Background: an optimization exercise with open tools, aiming at small area, a short achievable clock period and few clock cycles per item. Do not read the settings as production practice.
The RTL was checked by simulation tests, not by an equivalence proof against the original design.

[flow/config.mk]
export PLATFORM = sky130hd
export DESIGN_NAME = ebdp
export DESIGN_NICKNAME = ebdp
export VERILOG_FILES = /design/flow/design.v
export SDC_FILE = /design/flow/constraint.sdc
export NUM_CORES = 4
export LEC_CHECK = 0
export CAP_MARGIN = 20
export CORE_MARGIN = 2
export CORE_UTILIZATION = 40
export SLEW_MARGIN = 20
[flow/constraint.sdc]
create_clock -name core_clock -period 25.0 [get_ports {clk}]
set_input_delay 5.0000 -clock core_clock [delete_from_list [all_inputs] [get_ports {clk}]]
set_output_delay 5.0000 -clock core_clock [all_outputs]
set_load 0.01 [all_outputs]
[flow/design.v]
module ebdp_decode (
    input  wire [1:0]        fmt,
    input  wire [7:0]        code,
    input  wire [7:0]        scale,
    output reg               nan,
    output reg               inf,
    output reg               neg,
    output reg signed [9:0]  exp,
    output reg [3:0]         sig
);
    reg [4:0] ef;
    reg [2:0] mf;
    reg [2:0] mb;
    reg signed [9:0] base;    
    always @* begin
        nan = 1'b0;
        inf = 1'b0;
        case (fmt)
            2'd0: begin   
                neg = code[7]; ef = {1'b0, code[6:3]}; mf = code[2:0];
                mb = 3'd3; base = -10'sd10;
                if (ef == 5'd15 && mf == 3'd7) nan = 1'b1;
            end
            2'd1: begin   
                neg = code[7]; ef = code[6:2]; mf = {1'b0, code[1:0]};
                mb = 3'd2; base = -10'sd17;
                if (ef == 5'd31) begin
                    if (mf == 3'd0) inf = 1'b1;
                    else            nan = 1'b1;
                end
            end
            2'd2: begin   
                neg = code[5]; ef = {2'b0, code[4:2]}; mf = {1'b0, code[1:0]};
                mb = 3'd2; base = -10'sd4;
            end
            default: begin   
                neg = code[3]; ef = {3'b0, code[2:1]}; mf = {2'b0, code[0]};
                mb = 3'd1; base = -10'sd1;
            end
        endcase
        if (scale == 8'hFF) begin
            nan = 1'b1;
            inf = 1'b0;
        end
        if (ef == 5'd0) begin
            sig = {1'b0, mf};
            exp = base;
        end else begin
            sig = ({1'b0, mf} | (4'd1 << mb));
            exp = base + $signed({5'b0, ef}) - 10'sd1;
        end
        exp = exp + $signed({2'b0, scale}) - 10'sd127;
    end
endmodule
module ebdp (
    input  wire         clk,
    input  wire         rst,
    input  wire         in_valid,
    output wire         in_ready,
    input  wire [1:0]   in_afmt,
    input  wire [1:0]   in_bfmt,
    input  wire [255:0] in_a,
    input  wire [255:0] in_b,
    input  wire [7:0]   in_sa,
    input  wire [7:0]   in_sb,
    input  wire [31:0]  in_c,
    input  wire         in_acc_sat,
    output reg          out_valid,
    output reg  [31:0]  out_c
);
    localparam LANES = 8;
    localparam [1:0] IDLE = 2'd0, SCAN = 2'd1, SUM = 2'd2, ROUND = 2'd3;
    reg [1:0] state;
    reg [1:0] step;
    assign in_ready = (state == IDLE);
    reg [1:0]   r_afmt, r_bfmt;
    reg [255:0] r_a, r_b;
    reg [7:0]   r_sa, r_sb;
    reg [31:0]  r_c;
    reg         r_acc_sat;
    always @(posedge clk) begin
        if (in_valid && in_ready) begin
            r_afmt    <= in_afmt;
            r_bfmt    <= in_bfmt;
            r_a       <= in_a;
            r_b       <= in_b;
            r_sa      <= in_sa;
            r_sb      <= in_sb;
            r_c       <= in_c;
            r_acc_sat <= in_acc_sat;
        end
    end
    wire              a_nan [0:LANES-1], a_inf [0:LANES-1], a_neg [0:LANES-1];
    wire              b_nan [0:LANES-1], b_inf [0:LANES-1], b_neg [0:LANES-1];
    wire signed [9:0] a_exp [0:LANES-1], b_exp [0:LANES-1];
    wire [3:0]        a_sig [0:LANES-1], b_sig [0:LANES-1];
    genvar g;
    generate
        for (g = 0; g < LANES; g = g + 1) begin : g_lane
            wire [7:0] a_code = r_a[64*step + 8*g +: 8];
            wire [7:0] b_code = r_b[64*step + 8*g +: 8];
            ebdp_decode u_a (
                .fmt(r_afmt), .code(a_code), .scale(r_sa),
                .nan(a_nan[g]), .inf(a_inf[g]), .neg(a_neg[g]),
                .exp(a_exp[g]), .sig(a_sig[g])
            );
            ebdp_decode u_b (
                .fmt(r_bfmt), .code(b_code), .scale(r_sb),
                .nan(b_nan[g]), .inf(b_inf[g]), .neg(b_neg[g]),
                .exp(b_exp[g]), .sig(b_sig[g])
            );
        end
    endgenerate
    reg               t_nan  [0:LANES];
    reg               t_inf  [0:LANES];
    reg               t_neg  [0:LANES];
    reg               t_use  [0:LANES];    
    reg signed [10:0] t_exp  [0:LANES];
    reg [23:0]        t_sig  [0:LANES];
    reg [4:0]         t_msb  [0:LANES];
    reg signed [10:0] t_lead [0:LANES];
    integer i, j;
    reg [7:0] c_ef;
    always @* begin
        c_ef     = r_c[30:23];
        t_use[0] = (step == 2'd0);
        t_neg[0] = r_c[31];
        t_nan[0] = (c_ef == 8'hFF) && (r_c[22:0] != 23'd0);
        t_inf[0] = (c_ef == 8'hFF) && (r_c[22:0] == 23'd0);
        if (c_ef == 8'd0) begin
            t_sig[0] = {1'b0, r_c[22:0]};
            t_exp[0] = -11'sd149;
        end else begin
            t_sig[0] = {1'b1, r_c[22:0]};
            t_exp[0] = $signed({3'b0, c_ef}) - 11'sd150;
        end
        if (c_ef == 8'hFF) t_sig[0] = 24'd0;
        for (i = 0; i < LANES; i = i + 1) begin
            t_use[i+1] = 1'b1;
            t_neg[i+1] = a_neg[i] ^ b_neg[i];
            t_nan[i+1] = a_nan[i] | b_nan[i]
                       | (a_inf[i] & !b_inf[i] & (b_sig[i] == 4'd0))
                       | (b_inf[i] & !a_inf[i] & (a_sig[i] == 4'd0));
            t_inf[i+1] = !t_nan[i+1] & (a_inf[i] | b_inf[i]);
            t_sig[i+1] = (a_nan[i] | a_inf[i] | b_nan[i] | b_inf[i])
                       ? 24'd0 : {16'd0, {4'd0, a_sig[i]} * {4'd0, b_sig[i]}};
            t_exp[i+1] = a_exp[i] + b_exp[i];
        end
        for (i = 0; i <= LANES; i = i + 1) begin
            t_msb[i] = 5'd0;
            for (j = 0; j < 24; j = j + 1)
                if (t_sig[i][j]) t_msb[i] = 5'(j);
            t_lead[i] = t_exp[i] + $signed({6'd0, t_msb[i]});
        end
    end
    reg               f_nan, f_pinf, f_ninf, f_any, f_allneg;
    reg signed [10:0] f_E;
    reg               n_nan, n_pinf, n_ninf, n_any, n_allneg;
    reg signed [10:0] n_E;
    always @* begin
        n_nan    = f_nan;
        n_pinf   = f_pinf;
        n_ninf   = f_ninf;
        n_any    = f_any;
        n_allneg = f_allneg;
        n_E      = f_E;
        for (i = 0; i <= LANES; i = i + 1) begin
            if (t_use[i]) begin
                if (t_nan[i]) n_nan = 1'b1;
                if (t_inf[i] &&  t_neg[i]) n_ninf = 1'b1;
                if (t_inf[i] && !t_neg[i]) n_pinf = 1'b1;
                if (t_sig[i] == 24'd0) begin
                    n_allneg = n_allneg & t_neg[i];
                end else begin
                    n_allneg = 1'b0;
                    if (!n_any || t_lead[i] > n_E) n_E = t_lead[i];
                    n_any = 1'b1;
                end
            end
        end
    end
    reg signed [11:0] sh [0:LANES];
    reg [63:0]        m  [0:LANES];
    reg signed [69:0] S, n_S;
    always @* begin
        n_S = S;
        for (i = 0; i <= LANES; i = i + 1) begin
            sh[i] = t_exp[i] - f_E + 12'sd62;
            if (t_sig[i] == 24'd0 || !t_use[i])
                m[i] = 64'd0;
            else if (sh[i] >= 0)
                m[i] = {40'd0, t_sig[i]} << sh[i][5:0];
            else if (sh[i] > -12'sd24)
                m[i] = {40'd0, t_sig[i]} >> 5'(-sh[i]);
            else
                m[i] = 64'd0;
            n_S = n_S + (t_neg[i] ? -$signed({6'd0, m[i]}) : $signed({6'd0, m[i]}));
        end
    end
    reg               s_neg;
    reg [68:0]        mag;
    reg signed [11:0] L, w, q, rsh;
    reg [68:0]        kept, rem, half;
    reg [24:0]        r;
    reg               up;
    reg [31:0]        rounded;
    reg [31:0]        result;
    always @* begin
        s_neg = S[69];
        mag   = s_neg ? 69'(-S) : S[68:0];
        L     = 12'sd0;
        for (i = 0; i < 69; i = i + 1)
            if (mag[i]) L = 12'(i);
        w = f_E - 12'sd62;
        q = L + w - 12'sd23;
        if (q < -12'sd149) q = -12'sd149;
        rsh  = q - w;
        kept = 69'd0;
        rem  = 69'd0;
        half = 69'd0;
        up   = 1'b0;
        if (rsh <= 0) begin
            r = 25'(mag << 5'(-rsh));
        end else if (rsh > L + 12'sd1) begin
            r = 25'd0;
        end else begin
            kept = mag >> rsh[6:0];
            rem  = mag & ~(69'h1FFFFFFFFFFFFFFFFF << rsh[6:0]);
            half = 69'd1 << (rsh[6:0] - 7'd1);
            up   = (rem > half) || ((rem == half) && kept[0]);
            r    = 25'(kept) + {24'd0, up};
        end
        if (r == 25'h1000000) begin
            r = r >> 1;
            q = q + 12'sd1;
        end
        if (q > 12'sd104)
            rounded = {s_neg, (r_acc_sat ? 31'h7F7FFFFF : 31'h7F800000)};
        else
            rounded = {s_neg, 31'(({19'd0, q + 12'sd149} << 23) + {6'd0, r})};
        if (f_nan || (f_pinf && f_ninf)) result = 32'h7FC00000;
        else if (f_pinf)                 result = 32'h7F800000;
        else if (f_ninf)                 result = 32'hFF800000;
        else if (!f_any)                 result = f_allneg ? 32'h80000000 : 32'h00000000;
        else if (S == 70'sd0)            result = 32'h00000000;
        else                             result = rounded;
    end
    always @(posedge clk) begin
        if (rst) begin
            state     <= IDLE;
            step      <= 2'd0;
            out_valid <= 1'b0;
        end else begin
            out_valid <= 1'b0;
            case (state)
                IDLE: begin
                    step <= 2'd0;
                    if (in_valid) state <= SCAN;
                end
                SCAN: begin
                    step <= step + 2'd1;
                    if (step == 2'd3) state <= SUM;
                end
                SUM: begin
                    step <= step + 2'd1;
                    if (step == 2'd3) state <= ROUND;
                end
                default: begin
                    out_valid <= 1'b1;
                    state     <= IDLE;
                end
            endcase
        end
    end
    always @(posedge clk) begin
        case (state)
            IDLE: begin
                f_nan    <= 1'b0;
                f_pinf   <= 1'b0;
                f_ninf   <= 1'b0;
                f_any    <= 1'b0;
                f_allneg <= 1'b1;
                f_E      <= 11'sd0;
                S        <= 70'sd0;
            end
            SCAN: begin
                f_nan    <= n_nan;
                f_pinf   <= n_pinf;
                f_ninf   <= n_ninf;
                f_any    <= n_any;
                f_allneg <= n_allneg;
                f_E      <= n_E;
            end
            SUM: begin
                S <= n_S;
            end
            default: begin
                out_c <= result;
            end
        endcase
    end
endmodule
[flow/run.sh]
#!/bin/bash
# synth_recipe.tcl (not shown) runs the flow's synth.tcl, then flattens the netlist and writes it again
# the make line also repeats each setting of config.mk as NAME=value (left out here)
make -C /OpenROAD-flow-scripts/flow DESIGN_CONFIG=/design/flow/config.mk WORK_HOME=/design/flow/orfs CLKGATE_MAP_FILE= SYNTH_SCRIPT=/design/flow/synth_recipe.tcl finish
==> results.json, run 1 <==
{
  "core_um2": 290600,
  "synth_cells": 14360,
  "r2r-start": "S[14]",
  "synth_top_area_share_pct": 17.58,
  "r2r-end": "out_c[16]",
  "synth_common_cells": "nand2_1, nor2_1, inv_1",
  "synth.net_count": 16662,
  "cts.sinks": 688,
  "worst_slew_pin_slew_ns": 1.350,
  "synth_edf_count": 683,
  "grt_pass1_vias": 108459,
  "hold_path_end": "state[0]",
  "hold_depth": 2,
  "slew_headroom_pct": 9.692,
  "ys.flop_type": "edfxtp_1",
  "setup_viol": 0,
  "drtPass1Iterations": 9,
  "hold_violations": 0,
  "ys_seq_area_share_pct": 17.67,
  "syn_to_final_growth_pct": 13.32,
  "grt_max_degree": 104,
  "grt_first_pass_wirelength_um": 834400,
  "cts_tree": "built",
  "drt_iter0_drc": 13665,
  "worstSkewPairLatency_ns": 0.86,
  "cts.path.max_buffers": 4,
  "skew_ns": 0.08634,
  "die_area_um2": 295900,
  "drv_cap": 0,
  "route.detailed.drc": 0,
  "fp.dieH_um": 544.0,
  "tns_ns": 0,
  "yosys_register_bits": 688,
  "endpoint_kind": "register",
  "netlist_area_um2": 116600,
  "worstPathMaxFanout": 27,
  "critPathLaunchType": "register",
  "ys_types": 126,
  "cp_slowest_stage_delay_ns": 0.93,
  "worst_ep_arrival_time_ns": 24.46,
  "ioPinCount": 602,
  "slew_violations": 0,
  "min-delay-start": "state[0]",
  "cp_slowest_cell": "o21ai_0",
  "r2r_slack_ns": 1.14,
  "drive_gt1_share_pct": 7.514,
  "synth_area_per_cell_um2": 8.122,
  "hpwl_um": 501100,
  "synth.largest_area_cell": "edfxtp_1",
  "antenna_found_initial": 33,
  "final_nets": 17191,
  "synthTopCellsByArea": "edfxtp_1, ha_1, fa_1, xnor2_1, nand2_1",
  "stdcell_area_um2": 132200,
  "wl_per_cell_um": 31.81,
  "gp_congestion": 1.095,
  "ys_warn_count": 22,
  "crit_required_ns": 25.59,
  "num_vias": 114939,
  "cts_hold_buf": 0,
  "rr_worst_depth": 85,
  "fin_crit_ns": 23.86,
  "via_per_inst": 6.090,
  "wl_um": 600400,
  "holdWs_ns": 0.5999,
  "status": "complete, no violations",
  "ctsHtreeMaxLevel": 3,
  "clockRootBuffer": "clkbuf_16",
  "worstHoldPathType": "register to register",
  "start_util_pct": 40.14,
  "ant_nets": 0,
  "fmax_ghz": 0.04190,
  "timing.final.crit_share_pct": 95.45,
  "portBuffers": 601,
  "path_class": "register to register",
  "clkSlewWorstSetupHoldPaths_ns": 0.07,
  "placed_area_um2": 128600,
  "gr-total-overflow": 0,
  "fp-row-count": 198,
  "yosysMostFrequentCell": "nand2_1",
  "die_w_um": 544.0,
  "cts_made_buffers": 85,
  "grtUsageTotal_pct": 39.89,
  "synth-async-reset-ratio_pct": 0
}
-- per-stage QoR --
step | instances | worst slack (ns) | utilization [%]
2_1_floorplan | 14360 | 0.03847 | -
3_3_place_gp | 18668 | 0.4556 | 44.23
3_5_place_dp | 18669 | 0.5233 | 44.24
4_1_cts | 18813 | 0.4853 | 45.17
5_1_grt | 18861 | -0.03197 | 45.47
6_report | 18873 | 1.136 | 45.48
-- sequential cells by signal, summed over array words and instances, names as in the netlist, 2 cells and up --
name and cells:
f_E 11, r_sa 8, r_a 256, r_afmt 2, r_bfmt 2, out_c 32
r_c 32, r_sb 8, S 70, state 2, step 2, r_b 256
-- how the worst max path moves through the flow --
| stage | start | end |
|---|---|---|
| 2_1_floorplan | step[1] | f_E[4] |
| 3_3_place_gp | step[0] | f_E[8] |
| 3_5_place_dp | step[0] | f_E[10] |
| 4_1_cts | step[0] | f_E[8] |
| 5_1_grt | r_c[2] | f_E[5] |
| 6_report | S[14] | out_c[16] |
-- kinds of logic (layout without fill, tap and decap cells) --
logic type,after synthesis,count (layout),synth area share [%]
other,1,28,0.003215
DFF,688,688,17.67
and+or+nand+nor,4742,4742,18.75
AOI/OAI and AO/OA,3652,3652,19.75
buffers and inverters,1882,2468,6.222
xor gates and xnor gates,1174,1174,8.841
muxes,487,487,5.993
adders and majority gates,1734,1734,22.77
-- timing repair --
action	in CTS	in global routing
setup buffers	0	20
resized for setup	0	71
endpoints found under the setup margin	0	11
-- per-layer routing --
metal  up-vias  GRT usage [%]  part of all wire (%)
met4        14          37.86                    12
met3      1838          9.146                   8.4
met1     54724          45.00                    36
met5         -         0.4058                 0.015
li1      52085              -                     -
met2      6278          62.07                    44
-- cell usage in the layout, fill, tap and decap left out, drive strengths merged, types with 77 or more instances in the layout --
cell | netlist | final
nand2 | 1524 | 1524
nor2 | 1417 | 1417
inv | 1277 | 1283
a21oi | 1120 | 1120
ha | 1086 | 1086
o21ai | 893 | 893
xnor2 | 762 | 762
edfxtp | 683 | 683
fa | 648 | 648
clkdlybuf4s50 | 0 | 601
buf | 119 | 436
xor2 | 411 | 411
nand3 | 376 | 376
nor3 | 315 | 315
mux2i | 246 | 246
a21o | 204 | 204
nand2b | 163 | 163
mux4 | 160 | 160
a31oi | 157 | 157
nor2b | 141 | 141
o22ai | 139 | 139
nand4 | 136 | 136
o21bai | 134 | 134
or2 | 126 | 126
and2 | 118 | 118
o31ai | 117 | 117
or3 | 110 | 110
clkbuf | 477 | 103
a211oi | 102 | 102
a22oi | 102 | 102
and3 | 95 | 95
mux2 | 81 | 81
nor4 | 79 | 79
o211ai | 77 | 77
-- worst max-delay path, delay by kind of cell, from the launching register on --
family / cells / cell delay (ns)
AO/OA/AOI/OAI: 41 / 9.54
AND/OR/NAND/NOR: 27 / 8.49
adder cells (fa/ha/maj): 9 / 2.54
XOR/XNOR: 4 / 1.83
flip-flops: 1 / 0.67
buffers and inverters: 4 / 0.49
-- layout make-up --
class / count / area, um2
inverter: 1286 / 4828
multi-input combinational: 11790 / 89600
clock inverter: 42 / 499.2
sequential: 688 / 20620
fill: 29098 / 158400
timing repair buffer: 1038 / 9490
antenna: 27 / 67.56
tap: 3900 / 4880
clock buffer: 102 / 2191
Testbench counts, summed over its fixed seeds: cycles 40,008, items 4,000.
==> inputs of run 2 (changes only) <==
--- a/flow/design.v
+++ b/flow/design.v
@@ -72,7 +72,9 @@
     localparam [1:0] IDLE = 2'd0, SCAN = 2'd1, SUM = 2'd2, ROUND = 2'd3;
     reg [1:0] state;
     reg [1:0] step;
-    assign in_ready = (state == IDLE);
+    assign in_ready = (state == IDLE) || (state == SUM && step == 2'd3);
+    reg rnd;       
+    reg sat_h;     
     reg [1:0]   r_afmt, r_bfmt;
     reg [255:0] r_a, r_b;
     reg [7:0]   r_sa, r_sb;
@@ -158,12 +160,21 @@
     reg               n_nan, n_pinf, n_ninf, n_any, n_allneg;
     reg signed [10:0] n_E;
     always @* begin
-        n_nan    = f_nan;
-        n_pinf   = f_pinf;
-        n_ninf   = f_ninf;
-        n_any    = f_any;
-        n_allneg = f_allneg;
-        n_E      = f_E;
+        if (step == 2'd0) begin    
+            n_nan    = 1'b0;
+            n_pinf   = 1'b0;
+            n_ninf   = 1'b0;
+            n_any    = 1'b0;
+            n_allneg = 1'b1;
+            n_E      = 11'sd0;
+        end else begin
+            n_nan    = f_nan;
+            n_pinf   = f_pinf;
+            n_ninf   = f_ninf;
+            n_any    = f_any;
+            n_allneg = f_allneg;
+            n_E      = f_E;
+        end
         for (i = 0; i <= LANES; i = i + 1) begin
             if (t_use[i]) begin
                 if (t_nan[i]) n_nan = 1'b1;
@@ -235,7 +246,7 @@
             q = q + 12'sd1;
         end
         if (q > 12'sd104)
-            rounded = {s_neg, (r_acc_sat ? 31'h7F7FFFFF : 31'h7F800000)};
+            rounded = {s_neg, (sat_h ? 31'h7F7FFFFF : 31'h7F800000)};
         else
             rounded = {s_neg, 31'(({19'd0, q + 12'sd149} << 23) + {6'd0, r})};
         if (f_nan || (f_pinf && f_ninf)) result = 32'h7FC00000;
@@ -250,8 +261,10 @@
             state     <= IDLE;
             step      <= 2'd0;
             out_valid <= 1'b0;
+            rnd       <= 1'b0;
         end else begin
-            out_valid <= 1'b0;
+            out_valid <= rnd;
+            rnd       <= 1'b0;
             case (state)
                 IDLE: begin
                     step <= 2'd0;
@@ -263,10 +276,12 @@
                 end
                 SUM: begin
                     step <= step + 2'd1;
-                    if (step == 2'd3) state <= ROUND;
+                    if (step == 2'd3) begin
+                        rnd   <= 1'b1;
+                        state <= in_valid ? SCAN : IDLE;
+                    end
                 end
                 default: begin
-                    out_valid <= 1'b1;
                     state     <= IDLE;
                 end
             endcase
@@ -284,6 +299,7 @@
                 S        <= 70'sd0;
             end
             SCAN: begin
+                if (step == 2'd0) S <= 70'sd0;
                 f_nan    <= n_nan;
                 f_pinf   <= n_pinf;
                 f_ninf   <= n_ninf;
@@ -294,9 +310,9 @@
             SUM: begin
                 S <= n_S;
             end
-            default: begin
-                out_c <= result;
-            end
+            default: ;
         endcase
+        if (rnd) out_c <= result;
+        if (state == SUM && step == 2'd3) sat_h <= r_acc_sat;
     end
 endmodule
==> results.json, run 2 <==
{
  "register_area_um2": 20670,
  "synth_compound_gate_area_share_pct": 20.36,
  "wl_um": 616900,
  "antenna_found_initial": 41,
  "drtPass1Iterations": 7,
  "stdcell_area_um2": 133100,
  "core_um2": 293300,
  "ys_types": 118,
  "fp.dieH_um": 546.4,
  "multi_input_area_um2": 90470,
  "worstPathMaxFanout": 19,
  "synth.largest_area_cell": "edfxtp_1",
  "fin_crit_ns": 23.62,
  "cts_hold_buf": 0,
  "ys_seq_area_share_pct": 17.55,
  "ant_nets": 0,
  "start_util_pct": 40.13,
  "synth_cells": 14567,
  "worst_slew_pin_slew_ns": 1.406,
  "fp-row-count": 199,
  "setup_viol": 0,
  "synthTopCellsByArea": "edfxtp_1, ha_1, fa_1, xnor2_1, a21oi_1",
  "utilization_pct": 45.36,
  "drv_cap": 0,
  "cp_common_cell": "ha_1",
  "path_class": "register to register",
  "ctsHtreeMaxLevel": 3,
  "crit_required_ns": 25.53,
  "drive_gt1_share_pct": 7.465,
  "holdWs_ns": 0.4234,
  "clkSlewWorstSetupHoldPaths_ns": 0.06,
  "ys_warn_count": 22,
  "skew_ns": 0.05977,
  "synth_fa_ha_area_share_pct": 22.20,
  "final_nets": 17334,
  "via_per_inst": 6.206,
  "reg_top3": "r_a x256, r_b x256, S x70",
  "hpwl_um": 517100,
  "endpoint_kind": "register",
  "portBuffers": 601,
  "tns_ns": 0,
  "fmax_ghz": 0.04234,
  "slew_headroom_pct": 5.602,
  "cp_slowest_cell": "mux4_2",
  "drt_iter0_drc": 14833,
  "gr-total-overflow": 0,
  "hold_violations": 0,
  "cts_tree": "built",
  "min-delay-start": "r_acc_sat",
  "netlist_area_um2": 117700,
  "worst_ep_arrival_time_ns": 24.14,
  "critPathLaunchType": "register",
  "grt_max_degree": 167,
  "synth_edf_count": 684,
  "synthMuxAreaShare_pct": 5.630,
  "wl_per_cell_um": 32.35,
  "placed_area_um2": 129700,
  "synth-async-reset-ratio_pct": 0,
  "cts_made_buffers": 79,
  "cts.sinks": 690,
  "die_w_um": 546.4,
  "n_fill_cell": 29761,
  "yosysMostFrequentCell": "nand2_1",
  "synth.net_count": 16836,
  "synth_top_family_by_area": "adder cells",
  "synth_xor_xnor_area_share_pct": 9.058,
  "synth_common_cells": "nand2_1, nor2_1, inv_1",
  "mostFrequentLayoutCell": "nand2_1",
  "worstSkewPairLatency_ns": 0.79,
  "cts.path.max_buffers": 3,
  "ioPinCount": 602,
  "grt_first_pass_wirelength_um": 857300,
  "layout_common_cells": "nand2_1, nor2_1, inv_1",
  "worstHoldPathType": "register to register",
  "num_vias": 118348,
  "synth_top_area_share_pct": 17.45,
  "die_area_um2": 298600,
  "crit_path_start": "step[0]",
  "ys.flop_type": "edfxtp_1",
  "gp_congestion": 1.119,
  "timing.final.crit_share_pct": 94.47,
  "yosys_register_bits": 690,
  "r2r-start": "step[0]",
  "slew_violations": 0,
  "status": "complete, no violations",
  "grtUsageTotal_pct": 40.23,
  "syn_to_final_growth_pct": 13.05,
  "cp_slowest_stage_delay_ns": 0.63,
  "synth_area_per_cell_um2": 8.080,
  "grt_pass1_vias": 110643,
  "synth-simple-area-share_pct": 18.95,
  "clockRootBuffer": "clkbuf_16",
  "route.detailed.drc": 0
}
run 2: per-layer routing:
metal | vias to the layer above | wire length [um] | GRT usage, %
met3 | 1790 | 55820 | 9.250
met1 | 56595 | 228900 | 47.74
met4 | 14 | 62900 | 32.52
li1 | 53004 | - | -
met2 | 6945 | 269200 | 62.34
met5 | - | 101 | 0
run 2: cell type report:
class                      instances  area share [%]
timing repair buffer            1053           7.179
antenna                           28         0.05266
clock buffer                     100           1.545
clock inverter                    40          0.4109
multi-input combinational      11965           67.99
tap                             3919           3.685
sequential                       690           15.53
inverter                        1276           3.600
run 2: worst paths after layout:
check	endpoint	slack [ns]	cells after the start
max reg2reg	f_E[2]	1.38	115
max	f_E[2]	1.38	115
min reg2reg	sat_h	0.42	0
min	sat_h	0.42	0
run 2: through the flow:
step / worst slack [ns] / cells
floorplan: 1.158 / 14567
finish: 1.382 / 19071
global route: -0.0006342 / 19054
global placement: 0.1594 / 18870
CTS: 0.3287 / 19011
detailed placement: 0.06042 / 18871
run 2: critical path, delay by kind of cell, from the launching register on:
kind	cells	cell delay, ns
AO/OA/AOI/OAI	41	7.80
XOR/XNOR	1	0.20
adder cells (fa/ha/maj)	12	3.68
buffers and inverters	11	1.47
flip-flops	1	0.49
multiplexers	5	1.82
AND/OR/NAND/NOR	45	7.89
run 2: cells by family after synthesis:
family | Yosys count
AO/OA/AOI/OAI | 3811
XOR/XNOR | 1214
other | 1
adder cells (fa/ha/maj) | 1702
flip-flops | 690
multiplexers | 432
buffers and inverters | 1912
AND/OR/NAND/NOR | 4805
run 2: timing repair:
item	4_1_cts	5_1_grt
resized for setup	1	29
pin swaps	0	5
setup buffers	0	20
setup endpoints to repair	3	11
Testbench counts of run 2, summed over its fixed seeds: cycles 32,024, items 4,000.

## static timing again, ports no longer ideal
The results above use ideal ports. As a check the final layouts listed here were re-extracted and re-timed, cells and wires unchanged. Step 1 assumes that a clkbuf_16 drives the clock port and a buf_2 every other input. Step 2 also shifts input and output timing later by t, the mid clock arrival at the registers, as if the neighbouring blocks saw the same clock. a / b / c = ideal ports / drivers / drivers and shift; a / b = the first two.
| run | t, ns | setup slack, ns | worst setup path after step 2 | clock arrival spread, ns | worst register clock-pin slew, ns |
|---|---|---|---|---|---|
| run 1 | 0.938 | 1.136 / 1.136 / 1.136 | register to register | 0.087 / 0.087 | 0.08 / 0.08 |
| run 2 | 0.869 | 1.382 / 1.382 / 1.382 | register to register | 0.061 / 0.061 | 0.10 / 0.10 |
After both steps setup and hold are still met in every run listed.
